Background: an optimization exercise with open tools, aiming at small area, a short achievable clock period and few clock cycles per item. Do not read the settings as production practice. RTL that was checked went through simulation tests only; none was proved equivalent to the original.

Setup of west:
Design dx_ecc, start of the top module:
module dx_ecc (
    input  wire        clk,
    input  wire        rst,
    input  wire        in_valid,
    output wire        in_ready,
    input  wire        in_op,
    input  wire [63:0] in_data,
    input  wire [15:0] in_check,
    output reg         out_valid,
    output reg  [63:0] out_data,
    output reg  [15:0] out_check,
    output reg  [2:0]  out_status
);
Size in the first run: about 1700 cells after synthesis, ~170 I/O pins, about 16000 um^2 of cells after synthesis.
==> flow/config.mk <==
export PLATFORM = sky130hd
export DESIGN_NAME = dx_ecc
export DESIGN_NICKNAME = dx_ecc
export VERILOG_FILES = /design/flow/design.v
export SDC_FILE = /design/flow/constraint.sdc
export NUM_CORES = 4
export LEC_CHECK = 0
export CAP_MARGIN = 20
export CORE_MARGIN = 2
export CORE_UTILIZATION = 60
export CTS_BUF_LIST = sky130_fd_sc_hd__clkbuf_4 sky130_fd_sc_hd__clkbuf_8
export CTS_CLUSTER_DIAMETER = 80
export CTS_CLUSTER_SIZE = 16
export SLEW_MARGIN = 20
==> flow/constraint.sdc <==
create_clock -name core_clock -period 14.0 [get_ports {clk}]
set_input_delay 2.8000 -clock core_clock [delete_from_list [all_inputs] [get_ports {clk}]]
set_output_delay 2.8000 -clock core_clock [all_outputs]
set_load 0.01 [all_outputs]
standard.sh (not shown) runs the stock make flow with config.mk's settings and CLKGATE_MAP_FILE= SYNTH_SCRIPT=/design/flow/synth_recipe.tcl, a recipe that flattens the netlist after the stock synthesis.
==> flow/flow/run.sh <==
#!/bin/bash
# Own flow: the standard layout (standard synthesis unchanged), with
#  - port buffers of sky130_fd_sc_hd__buf_2 instead of the automatically chosen cell;
set -euo pipefail
bash standard.sh \
  "SETUP_SLACK_MARGIN=${FLOW_SETUP_MARGIN:-9.6}" \
  "BUFFER_PORTS_ARGS=-buffer_cell sky130_fd_sc_hd__buf_2" \
  finish > standard_make.log 2>&1
west | stages: all done | timing, DRC, antenna: all pass
Testbench counts of west, summed over its fixed seeds: cycles 12,024, items 12,000.
Relative to west, the following input files were edited for south:
==> flow/flow/run.sh <==
#!/bin/bash
# Own flow: the standard layout (standard synthesis unchanged), with
#  - port buffers of sky130_fd_sc_hd__buf_2 instead of the automatically chosen cell;
set -euo pipefail
bash standard.sh \
  "SETUP_SLACK_MARGIN=${FLOW_SETUP_MARGIN:-10.0}" \
  "BUFFER_PORTS_ARGS=-buffer_cell sky130_fd_sc_hd__buf_2" \
  finish > standard_make.log 2>&1
--- outcome ---
- Comparing west and south, the higher longest individual stage delay on the worst path is on west.
- Compare west and south | sequential share of layout area higher: west
- The proportion of final cell area spent on non-clock buffers reported for south is greater than that of west by 0.79 points.
- Delta (south minus west): worst max-slew margin expressed relative to the limit moved up; worst path setup slack after routing went up; clock-pin slew on the worst setup and hold paths ~0 delta.
- Diff west -> south: TritonCTS buffer count shows no meaningful change, average wire per standard cell shows a reduction of 0.18 um, worst hold margin shows an increase of 12 ps.
- south reached the final stage; the timing, DRC and antenna checks on its layout passed.
- west has a higher initial antenna violation count than south.

Setup of build 37:
Another version of the RTL of dx_ecc (not shown whole).
Size in the first run: ~1,800 cells after synthesis, ~280 flip-flops, ~170 I/O pins, about 16,000 sq um of cells after synthesis.
Design dx_ecc, start of the top module:
module dx_ecc (
    input  wire        clk,
    input  wire        rst,
    input  wire        in_valid,
    output wire        in_ready,
    input  wire        in_op,
    input  wire [63:0] in_data,
    input  wire [15:0] in_check,
    output reg         out_valid,
    output reg  [63:0] out_data,
    output reg  [15:0] out_check,
    output reg  [2:0]  out_status
);
export LEC_CHECK = 0
export CAP_MARGIN = 20
export CORE_MARGIN = 2
export CORE_UTILIZATION = 40
export SLEW_MARGIN = 20
create_clock -name core_clock -period 14.0 [get_ports {clk}]
==> flow/flow/run.sh <==
#!/bin/bash
# Own flow: the standard layout (standard synthesis unchanged), with
#  - port buffers of sky130_fd_sc_hd__buf_2 instead of the automatically chosen cell;
set -euo pipefail
bash standard.sh \
  "SETUP_SLACK_MARGIN=${FLOW_SETUP_MARGIN:-10.5}" \
  "BUFFER_PORTS_ARGS=-buffer_cell sky130_fd_sc_hd__buf_2" \
  finish > standard_make.log 2>&1
Build 37: no failed stages, no open violations at the end
Testbench counts of build 37, summed over its fixed seeds: cycles 12,024, items 12,000.
#### Input delta (trial 95 over build 37)
-- flow/flow/run.sh --
<<< build 37, line 6
  "SETUP_SLACK_MARGIN=${FLOW_SETUP_MARGIN:-10.5}" \
>>> trial 95, line 6
  "SETUP_SLACK_MARGIN=${FLOW_SETUP_MARGIN:-9.0}" \
Notes after the runs:
- For total of cells resized after clock tree synthesis, dividing the value from trial 95 by the value from build 37 gives 0.11.
- Trial 95 vs build 37 — minimum clock period rose 0.37 ns.
- Looking at via count of the first global-routing pass, trial 95 sits about 12% below build 37.

Another version of the RTL of dx_ecc (not shown whole).
Size in the first run: about 170 I/O pins.
export LEC_CHECK = 0
export CAP_MARGIN = 20
export CORE_MARGIN = 2
export CORE_UTILIZATION = 60
export CTS_BUF_LIST = sky130_fd_sc_hd__clkbuf_4 sky130_fd_sc_hd__clkbuf_8
export SLEW_MARGIN = 20
create_clock -name core_clock -period 14.0 [get_ports {clk}]
==> flow/flow/run.sh <==
#!/bin/bash
# Own flow: the standard layout (standard synthesis unchanged), with
#  - port buffers of sky130_fd_sc_hd__buf_2 instead of the automatically chosen cell;
set -euo pipefail
bash standard.sh \
  "SETUP_SLACK_MARGIN=${FLOW_SETUP_MARGIN:-9.5}" \
  "BUFFER_PORTS_ARGS=-buffer_cell sky130_fd_sc_hd__buf_2" \
  finish > standard_make.log 2>&1
Rerun with:
--- a/flow/flow/run.sh
+++ b/flow/flow/run.sh
@@ -4,5 +4,5 @@
 set -euo pipefail
 bash standard.sh \
-  "SETUP_SLACK_MARGIN=${FLOW_SETUP_MARGIN:-9.5}" \
+  "SETUP_SLACK_MARGIN=${FLOW_SETUP_MARGIN:-9.7}" \
   "BUFFER_PORTS_ARGS=-buffer_cell sky130_fd_sc_hd__buf_2" \
   finish > standard_make.log 2>&1
Setup slack is better by 71 ps.
Routed wire length went up by 1.4%.
Register-to-register slack is better by 70 ps.
Clock-buffer cell count went down by 1.
No functional check of the RTL was part of any run of this note.

-- port drivers added, routing unchanged --
Ports are ideal in the flow. The routed layouts listed here were re-timed in OpenROAD. Step 1: set_driving_cell puts a clkbuf_16 on clk and a buf_2 on each other input, an assumption about the parent block. Step 2 times the ports against the registers' clock, not the clock port: input delays grow and output delays shrink by t, the midpoint of the rising clock arrivals with the driver on. a / b / c = ideal ports / drivers / drivers and shift; a / b = the first two.
run	t (ns)	setup WS [ns]	worst hold slack (ns)	worst register clock-pin slew, ns
west	0.595	9.641 / 9.661 / 9.066	0.288 / 0.288 / 0.288	0.11 / 0.11
south	0.595	9.893 / 9.904 / 9.309	0.300 / 0.300 / 0.300	0.11 / 0.11
build 37	0.643	9.567 / 9.567 / 9.254	0.325 / 0.325 / 0.325	0.08 / 0.08
trial 95	0.623	9.195 / 9.195 / 8.881	0.322 / 0.322 / 0.322	0.07 / 0.07
the first run of note 3	0.603	9.575 / 9.579 / 9.000	0.275 / 0.275 / 0.275	0.07 / 0.07
the second run of note 3	0.588	9.646 / 9.646 / 9.174	0.307 / 0.307 / 0.307	0.07 / 0.07
After both steps setup and hold are still met in every run listed. For south, which loses most, drivers alone change the setup slack by +0.011 ns; drivers and shift together by -0.584 ns.
